This is an optimization exercise on Yosys and OpenROAD, whose aim is small area, a short achievable clock period and few clock cycles per item, not a production implementation. Only the layout flow was run in this run; the RTL was not checked for function there. No activity file was given, so power comes from the tool's default toggle rates.

==> flow/design.v <==
module frer_recovery (
    input  wire        clk,
    input  wire        rst,
    input  wire        cmd_valid,
    output wire        cmd_ready,
    input  wire [1:0]  cmd_op,
    input  wire [2:0]  cmd_stream,
    input  wire [2:0]  cmd_sel,
    input  wire        cmd_has_seq,
    input  wire [15:0] cmd_seq,
    input  wire [31:0] cmd_data,
    output reg         rsp_valid,
    output reg  [31:0] rsp_data
);
    localparam OP_FRAME  = 2'd0;
    localparam OP_READ   = 2'd1;
    localparam OP_CONFIG = 2'd2;
    localparam OP_WRITE  = 2'd3;
    assign cmd_ready = 1'b1;
    integer i;
    reg rst_q;
    always @(posedge clk) rst_q <= rst;
    reg [23:0] cfg         [0:7];    
    reg [15:0] rec_seq     [0:7];
    reg [63:1] hist        [0:7];    
    reg        rst_pending [0:7];
    reg [31:0] last_pass   [0:7];    
    reg        p1_v;
    reg [1:0]  p1_op;
    reg [7:0]  p1_oh;
    reg [2:0]  p1_sel;
    reg        p1_hs;
    reg [15:0] p1_seq;
    reg [31:0] p1_d;
    always @(posedge clk) begin
        p1_v   <= cmd_valid & ~rst;
        p1_op  <= cmd_op;
        p1_oh  <= 8'd1 << cmd_stream;
        p1_sel <= cmd_sel;
        p1_hs  <= cmd_has_seq;
        p1_seq <= cmd_seq;
        p1_d   <= cmd_data;
    end
    reg        p2_v;
    reg [1:0]  p2_op;
    reg [7:0]  p2_oh;
    reg [2:0]  p2_sel;
    reg        p2_hs;
    reg [15:0] p2_seq;
    reg [31:0] p2_d;
    reg [6:0]  p2_hl;
    reg        p2_tns;
    reg        p2_chg;
    reg [23:0] s1_rd;
    reg [15:0] s1_rs;
    reg [31:0] s1_lp;
    always @(*) begin
        s1_rd = 24'd0;
        s1_rs = 16'd0;
        s1_lp = 32'd0;
        for (i = 0; i < 8; i = i + 1) begin
            s1_rd = s1_rd | (cfg[i]       & {24{p1_oh[i]}});
            s1_rs = s1_rs | (rec_seq[i]   & {16{p1_oh[i]}});
            s1_lp = s1_lp | (last_pass[i] & {32{p1_oh[i]}});
        end
    end
    wire        s1_same = p2_v && (p2_oh == p1_oh);
    wire        s1_fwd  = s1_same && (p2_op == OP_CONFIG);
    wire [23:0] s1_cfgv = s1_fwd ? {p2_d[29:22], p2_d[15:0]} : s1_rd;
    wire        s1_tns = s1_cfgv[23];
    wire [6:0]  s1_hl  = s1_cfgv[22:16];
    wire [15:0] s1_rt  = s1_cfgv[15:0];
    wire [6:0]  s1_hlc = (s1_hl > 7'd64) ? 7'd64 : s1_hl;
    wire [31:0] s1_limit = {4'd0, s1_rt, 12'd0} - {6'd0, s1_rt, 10'd0}
                         - {10'd0, s1_rt, 6'd0} - {13'd0, s1_rt, 3'd0};
    wire [31:0] s1_cfg = {2'd0, s1_tns, s1_hl, 6'd0, s1_rt};
    wire        s1_to_r = (p1_d - s1_lp) > s1_limit;
    wire        s1_to_f = (p1_d - p2_d)  > s1_limit;
    function [14:0] dinfo;    
        input [15:0] seq;
        input [15:0] rsq;
        input [6:0]  hlc;
        reg   [15:0] dl, nd, ab;
        begin
            dl = seq - rsq;
            nd = rsq - seq;
            ab = dl[15] ? nd : dl;
            dinfo = {ab >= {9'd0, hlc}, !dl[15] && (dl != 16'd0),
                     ab > 16'd1, dl[5:0], nd[5:0]};
        end
    endfunction
    reg [14:0] p2_di_r, p2_di_f;
    reg        p2_to_r, p2_to_f, p2_same;
    always @(posedge clk) begin
        p2_v     <= p1_v & ~rst;
        p2_op    <= p1_op;
        p2_oh    <= p1_oh;
        p2_sel   <= p1_sel;
        p2_hs    <= p1_hs;
        p2_seq   <= p1_seq;
        p2_d     <= (p1_op == OP_READ) ? s1_cfg : p1_d;
        p2_hl    <= s1_hlc;
        p2_tns   <= s1_tns;
        p2_chg   <= (p1_d[29] != s1_tns) || (p1_d[28:22] != s1_hl);
        p2_di_r  <= dinfo(p1_seq, s1_rs, s1_hlc);
        p2_di_f  <= dinfo(p1_seq, p2_seq, s1_hlc);
        p2_to_r  <= s1_to_r;
        p2_to_f  <= s1_to_f;
        p2_same  <= s1_same;
    end
    reg [63:1] H_rd;
    reg [15:0] rs;
    reg        pend_rd;
    always @(*) begin
        H_rd    = 63'd0;
        rs      = 16'd0;
        pend_rd = 1'b0;
        for (i = 0; i < 8; i = i + 1) begin
            H_rd    = H_rd    | (hist[i]        & {63{p2_oh[i]}});
            rs      = rs      | (rec_seq[i]     & {16{p2_oh[i]}});
            pend_rd = pend_rd | (rst_pending[i] & p2_oh[i]);
        end
    end
    reg         p3_setseq, p3_pass;
    wire        use_f   = p2_same && p3_setseq;
    wire [14:0] di      = use_f ? p2_di_f : p2_di_r;
    wire        timeout = (p2_same && p3_pass) ? p2_to_f : p2_to_r;
    wire [6:0]  hl = p2_hl;
    wire [63:0] H  = {H_rd, 1'b1};
    wire        pending   = pend_rd | timeout;
    wire        rogue     = di[14];
    wire        delta_pos = di[13];
    wire        delta_gt1 = di[12];
    wire [5:0]  dp        = di[11:6];
    wire [5:0]  dn        = di[5:0];
    wire        dup       = H[dn];
    function [63:0] lowk;
        input [6:0] k;
        integer j;
        begin
            for (j = 0; j < 64; j = j + 1)
                lowk[j] = (k > j);
        end
    endfunction
    wire [6:0]  hl_m_d    = hl - {1'b0, dp};
    wire [63:0] hl_mask   = lowk(hl);
    wire [63:0] top_mask  = hl_mask & ~lowk(hl_m_d);
    wire [63:0] hist_adv  = ((H << dp) | 64'd1) & hl_mask;
    wire [63:0] hist_mark = H | (64'd1 << dn);
    reg        f_pass, f_reset, f_disc, f_rogue, f_ooo, f_adv, f_pend;
    reg [63:0] f_hist;
    always @(*) begin
        f_pass  = 1'b0;
        f_reset = 1'b0;
        f_disc  = 1'b0;
        f_rogue = 1'b0;
        f_ooo   = 1'b0;
        f_adv   = 1'b0;
        f_pend  = pending;
        f_hist  = H;
        if (!p2_hs) begin
            if (p2_tns)
                f_pass = 1'b1;
            else
                f_disc = 1'b1;
        end else if (pending) begin
            f_hist  = 64'd1;
            f_pend  = 1'b0;
            f_reset = 1'b1;
            f_pass  = 1'b1;
        end else if (rogue) begin
            f_rogue = 1'b1;
        end else if (!delta_pos) begin
            if (dup) begin
                f_disc = 1'b1;
            end else begin
                f_hist = hist_mark;
                f_ooo  = 1'b1;
                f_pass = 1'b1;
            end
        end else begin
            f_adv  = 1'b1;
            f_hist = hist_adv;
            f_ooo  = delta_gt1;
            f_pass = 1'b1;
        end
    end
    wire s2_frame = p2_v && (p2_op == OP_FRAME);
    wire s2_cfg   = p2_v && (p2_op == OP_CONFIG);
    wire [23:0] wd_cfg  = rst_q ? 24'd0 : {p2_d[29:22], p2_d[15:0]};
    wire [15:0] wd_seq  = rst_q ? 16'd0 : p2_seq;
    wire        wd_pend = rst_q | (s2_frame ? f_pend : (pend_rd | p2_chg));
    always @(posedge clk) begin
        for (i = 0; i < 8; i = i + 1) begin
            if (rst_q || (s2_cfg && p2_oh[i]))
                cfg[i] <= wd_cfg;
            if (rst_q || (s2_frame && (f_reset || f_adv) && p2_oh[i]))
                rec_seq[i] <= wd_seq;
            if (rst_q || ((s2_frame || s2_cfg) && p2_oh[i]))
                rst_pending[i] <= wd_pend;
            if (s2_frame && p2_oh[i])
                hist[i] <= f_hist[63:1];
            if (s2_frame && f_pass && p2_oh[i])
                last_pass[i] <= p2_d;
        end
    end
    reg        p3_v;
    reg [1:0]  p3_op;
    reg [7:0]  p3_oh;
    reg [2:0]  p3_sel;
    reg [31:0] p3_d;
    reg [63:1] p3_lvec;
    reg [5:0]  p3_inc;    
    always @(posedge clk) begin
        p3_v    <= p2_v & ~rst;
        p3_op   <= p2_op;
        p3_oh   <= p2_oh;
        p3_sel  <= p2_sel;
        p3_d    <= (p2_op == OP_READ && p2_sel == 3'd6) ?
                   {rs, 15'd0, pend_rd} : p2_d;
        p3_lvec <= f_adv ? (~H[63:1] & top_mask[63:1]) : 63'd0;
        p3_inc  <= {f_pass, f_disc, f_rogue, f_ooo, f_adv, f_reset};
        p3_setseq <= s2_frame && (f_reset || f_adv);
        p3_pass   <= s2_frame && f_pass;
    end
    wire [1:0] pc1 [0:31];
    wire [2:0] pc2 [0:15];
    wire [3:0] pc3 [0:7];
    wire [4:0] pc4 [0:3];
    wire [5:0] pc5 [0:1];
    wire [64:0] lv = {1'b0, p3_lvec, 1'b0};
    genvar g;
    generate
        for (g = 0; g < 32; g = g + 1) begin : gpc1
            assign pc1[g] = {1'b0, lv[2*g]} + {1'b0, lv[2*g+1]};
        end
        for (g = 0; g < 16; g = g + 1) begin : gpc2
            assign pc2[g] = {1'b0, pc1[2*g]} + {1'b0, pc1[2*g+1]};
        end
        for (g = 0; g < 8; g = g + 1) begin : gpc3
            assign pc3[g] = {1'b0, pc2[2*g]} + {1'b0, pc2[2*g+1]};
        end
        for (g = 0; g < 4; g = g + 1) begin : gpc4
            assign pc4[g] = {1'b0, pc3[2*g]} + {1'b0, pc3[2*g+1]};
        end
        for (g = 0; g < 2; g = g + 1) begin : gpc5
            assign pc5[g] = {1'b0, pc4[2*g]} + {1'b0, pc4[2*g+1]};
        end
    endgenerate
    wire [6:0] lost = {1'b0, pc5[0]} + {1'b0, pc5[1]};
    reg        p4_v;
    reg [1:0]  p4_op;
    reg [7:0]  p4_oh;
    reg [2:0]  p4_sel;
    reg [31:0] p4_d;
    reg [6:0]  p4_lost;
    reg [5:0]  p4_inc;
    always @(posedge clk) begin
        p4_v    <= p3_v & ~rst;
        p4_op   <= p3_op;
        p4_oh   <= p3_oh;
        p4_sel  <= p3_sel;
        p4_d    <= p3_d;
        p4_lost <= lost;
        p4_inc  <= p3_inc;
    end
    wire s4_frame = p4_v && (p4_op == OP_FRAME);
    wire s4_write = p4_v && (p4_op == OP_WRITE);
    wire [6:0] amt [0:5];
    assign amt[0] = {6'd0, p4_inc[5]};
    assign amt[1] = {6'd0, p4_inc[4]};
    assign amt[2] = {6'd0, p4_inc[3]};
    assign amt[3] = {6'd0, p4_inc[2]};
    assign amt[4] = p4_lost;
    assign amt[5] = {6'd0, p4_inc[0]};
    wire [31:0] cur [0:5];
    generate
        for (g = 0; g < 6; g = g + 1) begin : gcnt
            reg [31:0] cnt [0:7];
            reg [31:0] rdv;
            integer k;
            always @(*) begin
                rdv = 32'd0;
                for (k = 0; k < 8; k = k + 1)
                    rdv = rdv | (cnt[k] & {32{p4_oh[k]}});
            end
            assign cur[g] = rdv;
            wire [32:0] sum = {1'b0, rdv} + {26'd0, amt[g]};
            wire [31:0] wd  = rst_q ? 32'd0 :
                              (s4_write ? p4_d : (sum[32] ? 32'hFFFF_FFFF : sum[31:0]));
            wire        upd = (s4_frame && p4_inc[5 - g]) || (s4_write && p4_sel == g);
            always @(posedge clk) begin
                for (k = 0; k < 8; k = k + 1)
                    if (rst_q || (upd && p4_oh[k]))
                        cnt[k] <= wd;
            end
        end
    endgenerate
    reg [31:0] rd_val;
    always @(*) begin
        case (p4_sel)
            3'd0: rd_val = cur[0];
            3'd1: rd_val = cur[1];
            3'd2: rd_val = cur[2];
            3'd3: rd_val = cur[3];
            3'd4: rd_val = cur[4];
            3'd5: rd_val = cur[5];
            default: rd_val = p4_d;
        endcase
    end
    always @(posedge clk) begin
        rsp_valid <= p4_v & ~rst;
        case (p4_op)
            OP_FRAME: rsp_data <= {31'd0, p4_inc[5]};
            OP_READ:  rsp_data <= rd_val;
            default:  rsp_data <= 32'd0;
        endcase
    end
endmodule
==> flow/run.sh <==
#!/bin/bash
# synth_recipe.tcl (not shown) runs the flow's synth.tcl, then flattens the netlist and writes it again
# the make line also repeats each setting of config.mk as NAME=value (left out here)
make -C /OpenROAD-flow-scripts/flow DESIGN_CONFIG=/design/flow/config.mk WORK_HOME=/design/flow/orfs CLKGATE_MAP_FILE= SYNTH_SCRIPT=/design/flow/synth_recipe.tcl finish
==> flow/config.mk <==
export PLATFORM = sky130hd
export DESIGN_NAME = frer_recovery
export DESIGN_NICKNAME = frer_recovery
export VERILOG_FILES = /design/flow/design.v
export SDC_FILE = /design/flow/constraint.sdc
export NUM_CORES = 4
export LEC_CHECK = 0
export CAP_MARGIN = 20
export CORE_MARGIN = 2
export CORE_UTILIZATION = 40
export SLEW_MARGIN = 20
==> flow/constraint.sdc <==
create_clock -name core_clock -period 20.0 [get_ports {clk}]
set_input_delay 4.0000 -clock core_clock [delete_from_list [all_inputs] [get_ports {clk}]]
set_output_delay 4.0000 -clock core_clock [all_outputs]
set_load 0.01 [all_outputs]
==> flow_summary.toml <==
[route]
num_vias = 88100
maxUsedRoutingLayer = "met5"
route.met2.wl_um = 198300
ant_nets = 0
sum_of_routed_wire_length_over_all_layers_um = 440500
drc = 0
drt-vias-per-instance = 6.222
wl_met1_um = 180500
drt-initial-drc-count = 11280
avgRoutedWirePerCell_um = 31.11
drt_first_pass_iters = 7
dr_wl_met3_um = 42520

[finish]
multi_input_area_um2 = 39790
n_fill_cell = 28320
final_net_count = 9990
flow.area_growth_from_synthesis_pct = 12.41
utilization = 0.4525
register_area_um2 = 86420
post_route_design_area_um2 = 145400
final_layout_size_suffix_gt1_frac = 0.09478

[sta]
timing.slew.headroom = 0.1847
final-max-slew-violation-count = 0
fmax_ghz = 0.1182
worstMarginPinSlew_ns = 1.210
post_route_clock_period_utilization = 0.4230
setup_viol = 0
period_minus_slack_ns = 8.461
endpoints_failing_hold = 0
fin_setup_tns_ns = 0
fin_skew_ns = 0.1045
rsz_0062_raised_after_global_routing = "false"

[place]
io_buffer_count = 92
dp.final_hpwl_um = 288100
placed_cell_area_um2 = 135300
gp_congestion = 1.007

[clocking]
clk_pin_slew_worst_paths_ns = 0.06
clock_tree.buffer_depth = 4
clkLatencyLatePin_ns = 0.97
root_buffer = "clkbuf_16"
postCtsHoldBufs = 0
numCtsBuffers = 317
cts_tree = "yes"
cts.repair_timing.setup_buffer_count = 0
ctsHtreeMaxLevel = 5
clkSinkCount = 3000
postCtsResizedCells = 0

[logic_synthesis]
syn-cell-area_um2 = 129400
edff_count_synth = 2624
synth_area_leaders = "edfxtp_1 61%, a22oi_1 8.0%, dfxtp_1 5.8%"
synth.most_common_cell = "edfxtp_1"
synth_sequential_area_ratio = 0.6672
synth-compound-area-share = 0.1536
post_synth_mux_area_share = 0.01863
synth-async-reset-ratio = 0
synthDominantAreaCellType = "edfxtp_1"
yosys_warnings = 12
synth_adder_area_share = 0.03725
synth_seq_cells = 3000
post-synth-top-area-fraction = 0.6090
syn_nets = 9917
synth_simple_gate_area_frac = 0.07349
avg_cell_area_syn_um2 = 13.59
postSynthCellCount = 9520
synth_top_flop_cell = "edfxtp_1"
synth_xor_area_frac = 0.02258
synth_top_family_by_area = "compound AO/OA/AOI/OAI gates"
synth.top_cells.by_count = "2624 x edfxtp_1, 1374 x a22oi_1, 558 x nor2_1, 544 x a21oi_1, 376 x dfxtp_1"
post_synth_num_cell_types = 102

[floorplanning]
die_area_um2 = 328000
design.portCount = 94
core_area_um2 = 321400
initial_utilization = 0.4026
die_height_um = 572.7
floorplan.rows = 208
chipWidth_um = 572.7

[setup_path]
path_max_fanout = 46
regToRegSetupSlack_ns = 11.54
slowest_delay_ns = 0.89
critical_path.endpoint_type = "register"
cp.arrival_ns = 9.26
worst-setup-path-type = "register to register"
worstSetupStartpointType = "register"
critical_path.reg2reg.endpoint = "p2_to_r"
timing.critical_path.required_ns = 20.80
crit_slowest_cell = "dfxtp_4"
reg2reg_depth = 29
rr_startpoint = "p2_oh[6]"

[min_path]
worstHoldPathType = "register to register"
min-delay-start = "p3_d[27]"
holdPathEnd = "p4_d[27]"
min_delay_path_depth = 0

[global_route]
initial_antenna_violation_count = 23
grt_pass1_vias = 84860
grt_max_degree = 83
globalRoute.totalOverflow = 0
wire_length_of_the_first_global_routing_pass_um = 625200
track_usage = 0.2587

[power]
power_per_cell_area_nw_per_um2 = 114.0
max-vdd-ir-drop_mv = 0.09097
total_leakage_power_uw = 0.05020

[run_status]
status = "complete, no violations"

[flow_run]
max-cap-violations = 0
-- where the power goes --
part,switching [uW],total [uW],internal [uW],leakage (uW)
logic,2310,3370,1060,0.0161
clock network,2470,5720,3250,0.00495
registers,194,7480,7290,0.0291
-- area by class of cell --
type | count | share of cell area
multi-input combinational | 5666 | 0.2735
tap | 4305 | 0.03703
inverter | 298 | 0.007691
clock inverter | 158 | 0.009901
sequential | 3000 | 0.5942
timing repair buffer | 310 | 0.01791
antenna | 10 | 0.0001720
clock buffer | 412 | 0.05956
-- placed cells by master, fill, tap and decap left out, drive strengths merged, types with 93 or more instances in the layout --
cell       n
clkbuf   412
nor3     106
clkinv   111
nand2    365
inv      317
xnor2    221
mux2i    122
a21oi    544
a22oi   1374
edfxtp  2624
buf      218
xor2     104
ha       269
nor2     558
nand4    326
mux2      93
dfxtp    376
o21ai    331
a21o     144
-- cells by family (layout without fill, tap and decap cells) --
kind of cell	after synthesis	in the layout
other cells	1	11
flops	3000	3000
buf+inv	854	1178
simple gates	1868	1868
mux	221	221
fa+ha+maj	346	346
xor+xnor	328	328
compound gates	2902	2902
-- state kept, by name (all words and copies together) (netlist names), 63 cells and up --
signal	cells
cfg	192
gcnt.cnt	1536
rec_seq	128
last_pass	256
p3_lvec	63
hist	504
-- stage by stage --
stage | worst slack (ns) | cells | hold WS [ns] | power (uW)
2_1_floorplan | 12.84 | 9520 | 0.3096 | 9624
3_3_place_gp | 11.41 | 13580 | 0.3119 | 10880
3_5_place_dp | 11.61 | 13580 | 0.3118 | 10890
4_1_cts | 11.62 | 14150 | 0.3040 | 16580
5_1_grt | 11.04 | 14150 | 0.3055 | 17170
6_report | 11.54 | 14160 | 0.2985 | 16580
-- routing by layer --
metal	global-route usage	vias up
li1	-	37520
met1	0.3605	44650
met2	0.3976	5119
met3	0.05113	813
met4	0.1013	10
met5	0	-
-- worst max-delay path: cells and delay by family (launching register included) --
kind                       cells  cell delay, ns
buffers and inverters          2            0.10
adders and majority gates      4            1.79
and+or+nand+nor                9            1.95
AOI/OAI and AO/OA             11            2.94
xor gates and xnor gates       3            0.63
DFF                            1            0.89
-- worst max-delay path by stage --
stage | endpoint | from | slack [ns] | cells past startpoint
2_1_floorplan | p2_to_f | p1_oh[2] | 12.84 | 32
3_3_place_gp | p2_to_r | p2_oh[6] | 11.41 | 29
3_5_place_dp | p2_to_r | p2_oh[6] | 11.61 | 29
4_1_cts | p2_to_r | p2_oh[6] | 11.62 | 29
5_1_grt | p2_to_r | p2_oh[6] | 11.04 | 29
6_report | p2_to_r | p2_oh[6] | 11.54 | 29

[static timing again, ports no longer ideal]
How much do the figures lean on ideal ports? The routed layout below was timed once more, with nothing changed but the port constraints.
Step 1: set_driving_cell puts a clkbuf_16 on clk and a buf_2 on each other input, an assumption about the parent block.
Step 2 moves the port delays by t, midway between the first and last clock arrival at a register: inputs arrive t later, outputs are due t later. That takes back most of the time a late clock gives input paths.
Three values: no drivers, after step 1, after step 2; two values: the first two.
t (ns): 1.019
setup WS [ns]: 11.539 / 11.539 / 11.539
worst hold slack (ns): 0.298 / 0.298 / 0.298
slew at the worst register clock pin (ns): 0.07 / 0.07
pins driven straight from the clock port: 1
After both steps setup and hold are still met in this run. The setup slack of this run moves by 0.000 ns with the drivers and by 0.000 ns with both steps.
